This design comes from an exercise in tuning for small area, a short achievable clock period and few clock cycles on the open sky130 flow, not from production work.
The RTL of this run was laid out without a check of its function.

==> flow/design.v <==
module meas_group (
    input  wire        clk,
    input  wire        rst,
    input  wire        in_valid,
    output wire        in_ready,
    input  wire [3:0]  in_idx,
    input  wire [11:0] in_code,
    input  wire        in_fault,
    input  wire        in_cond,
    input  wire        in_missing,
    input  wire [47:0] tick_cond,
    input  wire        cfg_we,
    input  wire [3:0]  cfg_idx,
    input  wire [1:0]  cfg_sel,
    input  wire [31:0] cfg_wdata,
    input  wire        cal_we,
    input  wire [2:0]  cal_idx,
    input  wire [15:0] cal_off,
    input  wire [15:0] cal_gain,
    output reg         cfg_error,
    output reg         out_valid,
    output reg  [3:0]  out_idx,
    output reg  [15:0] out_value,
    output reg         out_vld,
    output reg         out_uncal,
    output reg         out_fault,
    output reg         out_cond,
    output reg  [1:0]  out_state,
    output reg         out_fresh,
    output reg         out_irq,
    output reg         out_safety
);
    localparam H_LO   = 0;      
    localparam SUM_LO = 192;    
    localparam CNT_LO = 212;    
    localparam ST_LO  = 217;    
    localparam PC_LO  = 219;    
    localparam DC_LO  = 221;    
    localparam CFG_LO = 237;    
    localparam FC_LO  = 237;    
    localparam OO_B   = 241;    
    localparam CLS_LO = 242;    
    localparam LK_LO  = 244;    
    localparam ACT_LO = 250;    
    localparam DEB_LO = 252;    
    localparam LO_LO  = 268;    
    localparam HI_LO  = 284;    
    localparam RW     = 300;
    localparam CW     = 63;
    localparam [CW-1:0] CFG_DEF = {16'hFFFF, 16'h0000, 16'h0000, 2'd0, 6'd0, 2'd0, 1'b0, 4'd0};
    reg  [3:0] hd;                       
    wire [3:0] hdp1 = (hd == 4'd11) ? 4'd0 : hd + 4'd1;
    wire [3:0] hdp2 = (hd >= 4'd10) ? hd - 4'd10 : hd + 4'd2;
    wire [3:0] hdm1 = (hd == 4'd0) ? 4'd11 : hd - 4'd1;
    always @(posedge clk) begin
        if (rst) hd <= 4'd0;
        else     hd <= hdp1;
    end
    wire [RW*12-1:0] ring_q;
    wire [RW*12-1:0] ring_d;
    genvar j;
    generate
        for (j = 0; j < 12; j = j + 1) begin : slot
            reg [RW-1:0] q;
            always @(posedge clk) q <= ring_d[j*RW +: RW];
            assign ring_q[j*RW +: RW] = q;
        end
    endgenerate
    wire [RW-1:0] r9  = ring_q[9*RW  +: RW];
    wire [RW-1:0] r10 = ring_q[10*RW +: RW];
    wire [RW-1:0] r11 = ring_q[11*RW +: RW];
    wire [RW-1:0] r0  = ring_q[0*RW  +: RW];
    reg [11:0] fr;    
    reg [11:0] lr;    
    reg [11:0] cr;    
    reg        cq_we;
    reg [3:0]  cq_idx;
    reg [1:0]  cq_sel;
    reg [31:0] cq_d;
    reg        lq_we;
    reg [2:0]  lq_idx;
    reg [15:0] lq_off;
    reg [15:0] lq_gain;
    function filt_ok_f(input [2:0] f, input [3:0] p);
        case (f)
            3'd0:    filt_ok_f = (p == 4'd0);
            3'd1:    filt_ok_f = (p >= 4'd1) && (p <= 4'd8);
            3'd2:    filt_ok_f = (p >= 4'd1) && (p <= 4'd4);
            3'd3:    filt_ok_f = (p == 4'd0);
            default: filt_ok_f = 1'b0;
        endcase
    endfunction
    wire in_sense_w = (cfg_idx < 4'd6);
    wire e_filt = !filt_ok_f(cfg_wdata[6:4], cfg_wdata[3:0]);
    wire e_act  = (cfg_wdata[15:14] == 2'd3);
    wire e_link = (cfg_wdata[13:8] != 6'd0) && (in_sense_w || cfg_wdata[13:8] > 6'd48);
    wire e_oo   = cfg_wdata[7] && !in_sense_w;
    wire e_lim  = (cfg_wdata[15:0] > cfg_wdata[31:16]);
    wire e_cls  = !in_sense_w || (cfg_wdata[1:0] == 2'd3);
    reg  wr_err;
    always @(*) begin
        case (cfg_sel)
            2'd0:    wr_err = e_filt | e_act | e_link | e_oo;
            2'd1:    wr_err = e_lim;
            2'd2:    wr_err = e_cls;
            default: wr_err = 1'b1;
        endcase
    end
    always @(posedge clk) begin
        if (rst) begin
            cq_we     <= 1'b0;
            lq_we     <= 1'b0;
            cfg_error <= 1'b0;
        end else begin
            cq_we     <= cfg_we;
            lq_we     <= cal_we;
            cfg_error <= cfg_we & wr_err;
        end
        cq_idx  <= cfg_idx;
        cq_sel  <= cfg_sel;
        cq_d    <= cfg_wdata;
        lq_idx  <= cal_idx;
        lq_off  <= cal_off;
        lq_gain <= cal_gain;
    end
    wire [7:0]   calv;              
    wire [79:0]  cal_o;
    wire [119:0] cal_g;
    wire lq_ok = ($signed(lq_off) >= -16'sd512) && ($signed(lq_off) <= 16'sd511) &&
                 (lq_gain >= 16'd8192) && (lq_gain <= 16'd32767);
    genvar ce;
    generate
        for (ce = 0; ce < 8; ce = ce + 1) begin : cal
            reg        ok;
            reg [9:0]  o;
            reg [14:0] g;
            always @(posedge clk) begin
                if (rst)
                    ok <= 1'b0;
                else if (lq_we && lq_idx == ce)
                    ok <= lq_ok;
                if (lq_we && lq_idx == ce && lq_ok) begin
                    o <= lq_off[9:0];
                    g <= lq_gain[14:0];
                end
            end
            assign calv[ce]          = ok;
            assign cal_o[ce*10 +: 10] = o;
            assign cal_g[ce*15 +: 15] = g;
        end
    endgenerate
    wire       wa = cq_we && (cq_idx < 4'd12);
    wire [4:0] wt = {1'b0, hd} + 5'd11 - {1'b0, cq_idx};
    wire [3:0] wj = (wt >= 5'd12) ? wt[3:0] - 4'd12 : wt[3:0];    
    wire [11:0] wsel = wa ? (12'd1 << wj) : 12'd0;
    reg [CW-1:0] rd_cfg;
    integer rk;
    always @(*) begin
        rd_cfg = {CW{1'b0}};
        for (rk = 0; rk < 12; rk = rk + 1)
            rd_cfg = rd_cfg | ({CW{wsel[rk]}} & ring_q[rk*RW + CFG_LO +: CW]);
    end
    wire [CW-1:0] old_cfg = cr[cq_idx] ? CFG_DEF : rd_cfg;
    wire        w_sense = (cq_idx < 4'd6);
    wire [2:0]  w_filt  = cq_d[6:4];
    wire [3:0]  w_par   = cq_d[3:0];
    wire        w_fok   = filt_ok_f(w_filt, w_par);
    wire [3:0]  w_fc    = (w_filt == 3'd1) ? {1'b1, w_par[2:0] - 3'd1} :
                          (w_filt == 3'd2) ? {2'b01, w_par[1:0] - 2'd1} :
                          (w_filt == 3'd3) ? 4'b0001 : 4'b0000;
    wire        w_aok   = (cq_d[15:14] != 2'd3);
    wire        w_lok   = (cq_d[13:8] == 6'd0) || (!w_sense && cq_d[13:8] <= 6'd48);
    wire        w_ook   = !cq_d[7] || w_sense;
    reg [CW-1:0] new_cfg;
    always @(*) begin
        new_cfg = old_cfg;
        case (cq_sel)
            2'd0: begin
                new_cfg[DEB_LO-CFG_LO +: 16] = cq_d[31:16];
                if (w_fok) new_cfg[FC_LO-CFG_LO +: 4]  = w_fc;
                if (w_aok) new_cfg[ACT_LO-CFG_LO +: 2] = cq_d[15:14];
                if (w_lok) new_cfg[LK_LO-CFG_LO +: 6]  = cq_d[13:8];
                if (w_ook) new_cfg[OO_B-CFG_LO]        = cq_d[7];
            end
            2'd1: begin
                if (!cfg_error) begin
                    new_cfg[LO_LO-CFG_LO +: 16] = cq_d[15:0];
                    new_cfg[HI_LO-CFG_LO +: 16] = cq_d[31:16];
                end
            end
            2'd2: begin
                if (!cfg_error) new_cfg[CLS_LO-CFG_LO +: 2] = cq_d[1:0];
            end
            default: ;
        endcase
    end
    wire w_frs = (new_cfg[FC_LO-CFG_LO +: 4] != old_cfg[FC_LO-CFG_LO +: 4]) ||
                 (new_cfg[CLS_LO-CFG_LO +: 2] != old_cfg[CLS_LO-CFG_LO +: 2]);
    wire w_lrs = (new_cfg[ACT_LO-CFG_LO +: 48] != old_cfg[ACT_LO-CFG_LO +: 48]) ||
                 (new_cfg[LK_LO-CFG_LO +: 6] != old_cfg[LK_LO-CFG_LO +: 6]);
    reg        rdy;
    reg        bv;
    reg [3:0]  bidx;
    reg [11:0] bcode;
    reg        bfault, bcond, bmiss;
    reg [47:0] btc;
    assign in_ready = rdy;
    wire acc = in_valid & rdy;
    wire mv  = bv & (bidx == hdp1);    
    always @(posedge clk) begin
        if (rst) begin
            bv  <= 1'b0;
            rdy <= 1'b1;
        end else begin
            bv  <= acc | (bv & !mv);
            rdy <= acc ? (in_idx == hdp2) : (!(bv & !mv) | (bidx == hdp2));
        end
        if (acc) begin
            bidx   <= in_idx;
            bcode  <= in_code;
            bfault <= in_fault;
            bcond  <= in_cond;
            bmiss  <= in_missing;
            btc    <= tick_cond;
        end
    end
    wire b_sense = (bidx < 4'd6);
    wire b_ain   = (bidx >= 4'd6) && (bidx < 4'd10);
    wire [1:0] cls10 = r10[CLS_LO +: 2];
    wire       oo10  = r10[OO_B];
    wire [5:0] lk10  = r10[LK_LO +: 6];
    wire [2:0] b_ks = b_sense ? ((cls10 == 2'd0) ? 3'd0 : (cls10 == 2'd1) ? 3'd1 : 3'd2) :
                      (b_ain ? 3'd3 : 3'd4);
    wire b_flt   = b_sense & bfault & !bmiss;
    wire b_cnd   = b_sense & bcond & !bmiss;
    wire b_fresh = !bmiss & !b_flt & !(b_sense & oo10 & !bcond);
    wire b_lkok  = (lk10 == 6'd0) || btc[lk10 - 6'd1];
    wire [2:0]  b_cs  = b_sense ? bidx[2:0] : (b_ain ? 3'd6 : 3'd7);
    wire        b_cv  = calv[b_cs];
    wire [9:0]  b_off = b_cv ? cal_o[b_cs*10 +: 10] : 10'd0;
    wire [14:0] b_gn  = b_cv ? cal_g[b_cs*15 +: 15] : 15'd16384;
    wire [15:0] b_v;
    mg_conv conv1 (.c(bcode), .off(b_off), .g(b_gn), .ks(b_ks), .v(b_v));
    reg        pv;
    reg [11:0] pcode;
    reg [15:0] pval;
    reg        pfresh, pflt, pcnd, peval, puncal;
    reg [9:0]  poff;
    reg [14:0] pgn;
    reg [2:0]  pks;
    always @(posedge clk) begin
        if (rst) pv <= 1'b0;
        else     pv <= mv;
        pcode  <= bcode;
        pval   <= b_v;
        pfresh <= b_fresh;
        pflt   <= b_flt;
        pcnd   <= b_cnd;
        peval  <= b_fresh & b_lkok;
        puncal <= !b_cv;
        poff   <= b_off;
        pgn    <= b_gn;
        pks    <= b_ks;
    end
    wire [3:0]  fc    = r11[FC_LO +: 4];
    wire        f_iir = fc[3];
    wire        f_mean = (fc[3:2] == 2'b01);
    wire        f_med  = (fc == 4'b0001);
    wire [3:0]  f_k    = {1'b0, fc[2:0]} + 4'd1;
    wire [1:0]  f_p    = fc[1:0];
    wire [4:0]  cnt0 = fr[hd] ? 5'd0 : r11[CNT_LO +: 5];
    wire        upd  = pv & pfresh;
    wire [4:0]  cnt1 = (cnt0 == 5'd16) ? 5'd16 : cnt0 + 5'd1;
    wire [4:0]  cntn = upd ? cnt1 : cnt0;
    wire [11:0] h0  = r11[H_LO +: 12];
    wire [11:0] h1  = r11[H_LO + 12 +: 12];
    wire [11:0] h2  = r11[H_LO + 24 +: 12];
    wire [11:0] h3  = r11[H_LO + 36 +: 12];
    wire [11:0] h7  = r11[H_LO + 84 +: 12];
    wire [11:0] h15 = r11[H_LO + 180 +: 12];
    wire [23:0] S   = {h1, h0};
    wire signed [25:0] iir_step = ($signed({2'b00, pval, 8'd0}) - $signed({2'b00, S})) >>> f_k;
    wire [23:0] s_new = (cnt0 == 5'd0) ? {pval, 8'd0} : S + iir_step[23:0];
    wire [23:0] s_cur = upd ? s_new : S;
    wire [24:0] s_rnd = {1'b0, s_cur} + 25'd128;
    wire [4:0]  wwin  = 5'd2 << f_p;
    wire [11:0] hold  = (f_p == 2'd0) ? h1 : (f_p == 2'd1) ? h3 : (f_p == 2'd2) ? h7 : h15;
    wire [19:0] sum0  = (cnt0 == 5'd0) ? 20'd0 : r11[SUM_LO +: 20];
    wire        wfull = (cnt0 >= wwin);
    wire [11:0] ma = upd ? pcode : h0;
    wire [11:0] mb = upd ? h0 : h1;
    wire [11:0] mc = upd ? h1 : h2;
    wire        ab = (ma >= mb);
    wire        bc = (mb >= mc);
    wire        ac = (ma >= mc);
    wire [11:0] mmed = (ab == bc) ? mb : ((ab == ac) ? mc : ma);
    wire        m3   = (cntn >= 5'd3);
    wire [11:0] mcode = m3 ? mmed : ma;
    wire [11:0] c2 = f_mean ? hold : (f_med ? mcode : h0);
    wire [15:0] v2;
    mg_conv conv2 (.c(c2), .off(poff), .g(pgn), .ks(pks), .v(v2));
    wire [20:0] sum_a = {1'b0, sum0} + {5'd0, pval} - (wfull ? {5'd0, v2} : 21'd0);
    wire [19:0] sum1  = sum_a[19:0];
    wire [4:0]  nf    = (cnt1 < wwin) ? cnt1 : wwin;
    wire [4:0]  ns    = (cnt0 < wwin) ? cnt0 : wwin;
    reg [19:0] ys;
    reg [4:0]  yn;
    always @(*) begin
        yn = 5'd1;
        if (cntn == 5'd0)
            ys = 20'd0;
        else if (f_iir)
            ys = {4'd0, s_rnd[23:8]};
        else if (f_mean) begin
            ys = upd ? sum1 : sum0;
            yn = upd ? nf : ns;
        end else if (f_med)
            ys = {4'd0, v2};
        else
            ys = {4'd0, upd ? pval : v2};
    end
    wire [191:0] hist_sh  = {r11[H_LO + 12 +: 168], (f_iir ? s_new : {h0, pcode})};
    wire [191:0] hist_n   = upd ? hist_sh : r11[H_LO +: 192];
    wire [19:0]  sum_n    = upd ? sum1 : r11[SUM_LO +: 20];
    reg        cv;
    reg [19:0] cys;
    reg [4:0]  cn;
    reg        cvld, cfresh, cflt, ccnd, ceval, cuncal;
    always @(posedge clk) begin
        if (rst) cv <= 1'b0;
        else     cv <= pv;
        cys    <= ys;
        cn     <= yn;
        cvld   <= (cntn != 5'd0);
        cfresh <= pfresh;
        cflt   <= pflt;
        ccnd   <= pcnd;
        ceval  <= peval;
        cuncal <= puncal;
    end
    wire [15:0] y;
    mg_div div (.s(cys), .n(cn), .y(y));
    wire        lrs  = lr[hdm1];
    wire [1:0]  st0  = lrs ? 2'd0  : r0[ST_LO +: 2];
    wire [1:0]  pc0  = lrs ? 2'd0  : r0[PC_LO +: 2];
    wire [15:0] dc0  = lrs ? 16'd0 : r0[DC_LO +: 16];
    wire [1:0]  act  = r0[ACT_LO +: 2];
    wire [15:0] deb  = r0[DEB_LO +: 16];
    wire [15:0] lo   = r0[LO_LO +: 16];
    wire [15:0] hi   = r0[HI_LO +: 16];
    wire [1:0] cand = ((lo != 16'd0) && (y < lo))     ? 2'd1 :
                      ((hi != 16'hFFFF) && (y > hi))  ? 2'd2 : 2'd0;
    wire [15:0] deb_min = (deb == 16'd0) ? 16'd1 : deb;
    wire [15:0] dinc    = (cand == pc0) ? dc0 + 16'd1 : 16'd1;
    reg [1:0]  st_n;
    reg [15:0] dc_n;
    reg [1:0]  pc_n;
    always @(*) begin
        st_n = st0;
        dc_n = dc0;
        pc_n = pc0;
        if (cv && ceval) begin
            pc_n = cand;
            if (cand == st0) begin
                dc_n = 16'd0;
            end else if (dinc >= deb_min) begin
                st_n = cand;
                dc_n = 16'd0;
            end else begin
                dc_n = dinc;
            end
        end
    end
    wire chg = (st_n != st0);
    always @(posedge clk) begin
        if (rst) out_valid <= 1'b0;
        else     out_valid <= cv;
        out_idx    <= hdm1;
        out_value  <= y;
        out_vld    <= cvld;
        out_uncal  <= cuncal;
        out_fault  <= cflt;
        out_cond   <= ccnd;
        out_state  <= st_n;
        out_fresh  <= cfresh;
        out_irq    <= chg && (act != 2'd0);
        out_safety <= chg && (act == 2'd2) && (st_n != 2'd0);
    end
    wire [RW-1:0] n0;    
    wire [RW-1:0] n1;    
    wire [RW-1:0] n10;   
    assign n0  = {r11[RW-1:CFG_LO], r11[DC_LO +: 16], r11[PC_LO +: 2], r11[ST_LO +: 2],
                  cntn, sum_n, hist_n};
    assign n1  = {r0[RW-1:CFG_LO], dc_n, pc_n, st_n, r0[CNT_LO +: 5], r0[CNT_LO-1:0]};
    assign n10 = {(cr[hdp2] ? CFG_DEF : r9[RW-1:CFG_LO]), r9[CFG_LO-1:0]};
    generate
        for (j = 0; j < 12; j = j + 1) begin : nxt
            wire [RW-1:0] base;
            if (j == 0)       assign base = n0;
            else if (j == 1)  assign base = n1;
            else if (j == 10) assign base = n10;
            else              assign base = ring_q[(j-1)*RW +: RW];
            wire wr_here = wsel[(j + 11) % 12];
            assign ring_d[j*RW +: RW] = wr_here ? {new_cfg, base[CFG_LO-1:0]} : base;
        end
    endgenerate
    integer fi;
    always @(posedge clk) begin
        for (fi = 0; fi < 12; fi = fi + 1) begin
            if (rst) begin
                fr[fi] <= 1'b1;
                lr[fi] <= 1'b1;
                cr[fi] <= 1'b1;
            end else begin
                if (lq_we || (wa && cq_idx == fi && w_frs))
                    fr[fi] <= 1'b1;
                else if (hd == fi)
                    fr[fi] <= 1'b0;
                if (wa && cq_idx == fi && w_lrs)
                    lr[fi] <= 1'b1;
                else if (hdm1 == fi)
                    lr[fi] <= 1'b0;
                if ((wa && cq_idx == fi) || hdp2 == fi)
                    cr[fi] <= 1'b0;
            end
        end
    end
endmodule
module mg_conv (
    input  wire [11:0] c,
    input  wire [9:0]  off,
    input  wire [14:0] g,
    input  wire [2:0]  ks,
    output wire [15:0] v
);
    wire [13:0] d   = {2'b00, c} - {{4{off[9]}}, off};
    wire        neg = d[13];
    wire [27:0] x   = d[12:0] * g;
    wire [30:0] x5   = {x, 2'b00} + {3'd0, x};
    wire [32:0] x25  = {x5, 2'b00} + {2'd0, x5};
    wire [36:0] x375 = {x25, 4'b0000} - {4'd0, x25};
    wire [36:0] u = (ks == 3'd0) ? {6'd0, x5} :
                    (ks >= 3'd3) ? x375 : {9'd0, x};
    reg [15:0] qs;
    reg        rb;
    reg        hi;
    always @(*) begin
        case (ks)
            3'd0:    begin qs = u[29:14]; rb = u[13]; hi = |u[36:30]; end
            3'd1:    begin qs = u[28:13]; rb = u[12]; hi = |u[36:29]; end
            3'd2:    begin qs = u[30:15]; rb = u[14]; hi = |u[36:31]; end
            3'd3:    begin qs = u[36:23]; rb = u[22]; hi = 1'b0;      end
            default: begin qs = u[34:19]; rb = u[18]; hi = |u[36:35]; end
        endcase
    end
    wire [16:0] q = {1'b0, qs} + {16'd0, rb};
    assign v = neg ? 16'd0 : ((hi | q[16]) ? 16'hFFFF : q[15:0]);
endmodule
module mg_div (
    input  wire [19:0] s,
    input  wire [4:0]  n,
    output reg  [15:0] y
);
    wire [20:0] a = {1'b0, s} + {17'd0, n[4:1]};
    reg [4:0] r;
    reg [5:0] t;
    integer i;
    always @(*) begin
        r = a[20:16];
        for (i = 15; i >= 0; i = i - 1) begin
            t = {r, a[i]};
            if (t >= {1'b0, n}) begin
                y[i] = 1'b1;
                r = t[4:0] - n;
            end else begin
                y[i] = 1'b0;
                r = t[4:0];
            end
        end
    end
endmodule
==> flow/run.sh <==
#!/bin/bash
# synth_recipe.tcl (not shown) runs the flow's synth.tcl, then flattens the netlist and writes it again
# the make line also repeats each setting of config.mk as NAME=value (left out here)
make -C /OpenROAD-flow-scripts/flow DESIGN_CONFIG=/design/flow/config.mk WORK_HOME=/design/flow/orfs CLKGATE_MAP_FILE= SYNTH_SCRIPT=/design/flow/synth_recipe.tcl finish
==> flow/config.mk <==
export PLATFORM = sky130hd
export DESIGN_NAME = meas_group
export DESIGN_NICKNAME = meas_group
export VERILOG_FILES = /design/flow/design.v
export SDC_FILE = /design/flow/constraint.sdc
export NUM_CORES = 4
export LEC_CHECK = 0
export CAP_MARGIN = 20
export CORE_MARGIN = 2
export CORE_UTILIZATION = 40
export SLEW_MARGIN = 20
==> flow/constraint.sdc <==
create_clock -name core_clock -period 140.0 [get_ports {clk}]
set_input_delay 28.0000 -clock core_clock [delete_from_list [all_inputs] [get_ports {clk}]]
set_output_delay 28.0000 -clock core_clock [all_outputs]
set_load 0.01 [all_outputs]
==> run notes <==
metal layers:
layer  global-route usage  routed length [um]  vias to the layer above
met1                0.269              166000                    44640
met5                    0                  46                        -
met2                0.294              154000                     2693
met3               0.0313               22800                      618
met4               0.0634               11500                        6
li1                     -                   -                    45183
flip-flops by register name (all words and copies together) (netlist names), 20 cells and up:
signal and flops:
cal.o 80, slot.q 3599, btc 48, cal.g 120
cq_d 32, cys 20
layout by cell type, fill, tap and decap left out, types with 36 or more instances in the layout:
master and count:
dfxtp_1 3846, nand2_1 2118, o21ai_0 1115, inv_1 788
ha_1 623, a21oi_1 569, nor2_1 513, clkbuf_16 400
fa_1 326, xnor2_1 272, edfxtp_1 267, mux2i_1 204
clkdlybuf4s50_1 175, buf_4 158, a21o_1 151, xor2_1 142
nor3_1 129, mux4_2 115, and2_1 106, a22oi_1 103
nand3_1 102, nand2b_1 97, nor2b_1 94, clkbuf_8 91
mux2_2 83, clkbuf_1 71, o21a_1 66, a211oi_1 66
o21bai_1 63, clkinv_2 63, a31oi_1 46, a221oi_1 43
or3_1 41, and3_1 40, a222oi_1 40, nand4_1 36
a21boi_0 36
Yosys cell counts, types with 19 or more instances:
library cell and number:
o31ai_1 19, o211ai_1 33, nor4_1 24, or3_1 41, o22ai_1 34, o21ai_0 1123
xnor2_1 276, a21o_1 151, xor2_1 143, nand2b_1 100, mux2i_1 204, nor2b_1 97
fa_1 326, nor3_1 133, edfxtp_1 267, and2_1 109, inv_1 787, a21boi_0 36
a31oi_1 46, o21bai_1 63, nand3_1 102, mux2_2 83, a211oi_1 72, a22o_1 33
a222oi_1 40, ha_1 625, a221oi_1 44, buf_1 44, a21oi_1 574, a31o_2 19
dfxtp_1 3848, nand4_1 36, nand2_1 2129, a22oi_1 103, and3_1 40, nor3b_1 21
nor2_1 524, mux4_2 115, o221ai_1 19, o21a_1 67, clkbuf_1 541, or2_2 24
final timing paths:
path	endpoint	slack, ps
worst min-delay path	slot[10].q[184]	270
worst min register to register	slot[10].q[184]	270
worst max register to register	slot[1].q[226]	98360
worst max-delay path	slot[1].q[226]	98360
stage by stage:
stage / util / instance area, um^2 / hold WS (ps)
after global routing: 0.460 / 165000 / 272
after global placement: 0.422 / 152000 / 310
after floorplan: - / 145000 / 310
final: 0.460 / 165000 / 270
after detailed placement: 0.422 / 152000 / 312
after CTS: 0.460 / 165000 / 259
worst max-delay path: cells and delay by family, from the launching register on:
family	cells	cell delay [ps]
AOI/OAI and AO/OA	87	19580
xor gates and xnor gates	1	140
adders and majority gates	19	6350
buffers and inverters	11	1590
DFF	1	340
muxes	15	5690
and+or+nand+nor	60	7880
cells by family (layout without fill, tap and decap cells):
group / after synthesis / count (layout) / synth area share
muxes: 405 / 405 / 0.0388
other: 0 / 11 / 0
xor gates and xnor gates: 421 / 421 / 0.0257
and+or+nand+nor: 3433 / 3433 / 0.102
buffers and inverters: 1395 / 1845 / 0.0366
AOI/OAI and AO/OA: 2634 / 2634 / 0.111
DFF: 4115 / 4115 / 0.588
adders and majority gates: 951 / 951 / 0.0991
final cells by class:
type | instances | area share
Inverter | 796 | 0.0181
Antenna cell | 11 | 0.000166
Clock buffer | 563 | 0.0697
Tap cell | 4773 | 0.0361
Clock inverter | 150 | 0.0120
Multi-Input combinational cell | 7844 | 0.332
Timing Repair Buffer | 336 | 0.0179
Sequential cell | 4115 | 0.514
==> results.json <==
{
  "slew_violations": 0,
  "ioPinCount": 177,
  "core-area_um2": 360000,
  "overflow": 0,
  "syn_avg_cell_area_um2": 10.8,
  "cts_tree": "built",
  "drc": 0,
  "timing.final.ws_setup_ps": 98360,
  "rsz0062_at_grt": "no",
  "htree_levels": 5,
  "drv_cap": 0,
  "worstHoldPathType": "flip-flop to flip-flop",
  "cp_common_cell": "o21ai_0",
  "dpl.cell_count": 17863,
  "setup_viol": 0,
  "die_h_um": 606,
  "clock_path_buffers": 4,
  "regArea_um2": 85100,
  "cts_resized": 0,
  "fin_crit_sh": 0.297,
  "grt_usage": 0.190,
  "hpwl_um": 238000,
  "whs_path_depth": 0,
  "die-area_um2": 367000,
  "synth_area_um2": 145000,
  "ys_ff_latch": 4115,
  "grt_pass1_wl_um": 541000,
  "portBuffers": 176,
  "r2r-start": "cn[2]",
  "layout-drive-gt1-share": 0.0829,
  "nFillCells": 33205,
  "max_stage_delay_ps": 640,
  "antenna_found_initial": 12,
  "root_buffer": "clkbuf_16",
  "async_flop_share": 0,
  "synth-warning-count": 3,
  "finalNetCount": 14576,
  "tightest_slew_ps": 1160,
  "relSlewSlack": 0.224,
  "netlist.area_leader.share": 0.532,
  "area_growth_pct": 14.3,
  "multi_input_area_um2": 54800,
  "cp_max_fo": 19,
  "dp_slack_ps": 98360,
  "ys.flop_type": "dfxtp_1",
  "r2r.worst_path.cells": 193,
  "fin_skew_ps": 113,
  "hp-start": "slot[9].q[184]",
  "fmax_mhz": 24.0,
  "start_util": 0.402,
  "vias": 93140,
  "totalWireLength_um": 354000,
  "rows": 220,
  "viasPerCell": 5.01,
  "wire_per_inst_um": 19.1,
  "syn_inst": 13354,
  "place.gp.congestion": 0.902,
  "yosysTopAreaCell": "dfxtp_1",
  "worstPathRequired_ps": 140840,
  "dieWidth_um": 606,
  "path_clk_slew_ps": 70,
  "syn_nets": 14450,
  "hold_viol": 0,
  "status": "finished clean",
  "grt_max_degree": 125,
  "drtIter0Drc": 7587,
  "critPathLaunch": "cn[2]",
  "post_cts_buffers": 0,
  "cp.arrival_ps": 42480,
  "min_period_ps": 41640,
  "yosys-top-cells-area": "dfxtp_1 (53%), edfxtp_1 (5.5%), nand2_1 (5.5%)",
  "yosysSeqAreaShare": 0.588,
  "start_kind": "flip-flop",
  "cts-buffers-inserted": 387,
  "crit_slowest_cell": "a21oi_1",
  "holdBufCountCts": 0,
  "setup_tns_ps": 0,
  "fin_cells": 18588,
  "ys_types": 112,
  "synth-edff-count": 267,
  "dr.pass1.iters": 9,
  "ant_nets": 0,
  "grt_pass1_vias": 90041,
  "endpoint_kind": "flip-flop",
  "clock-sinks": 4115,
  "criticalPathCategory": "flip-flop to flip-flop",
  "worst_skew_pair.late_latency_ps": 960
}

port drivers added, routing unchanged:
No port has a modelled driver above. Below, the same layout with a new extraction and two added sets of constraints. Step 1: set_driving_cell puts a clkbuf_16 on clk and a buf_2 on each other input, an assumption about the parent block. Step 2 moves the port delays by t, midway between the first and last clock arrival at a register: inputs arrive t later, outputs are due t later. That takes back most of the time a late clock gives input paths. Slacks: no drivers / after step 1 / after step 2; pairs: no drivers / after step 1.
shift t [ns]: 1.024
slack for setup (ns): 98.357 / 98.357 / 98.357
worst data-port slew with drivers (ns): 0.09
After both steps this run still meets setup and hold. For this run, drivers alone change the setup slack by 0.000 ns; drivers and shift together by 0.000 ns.
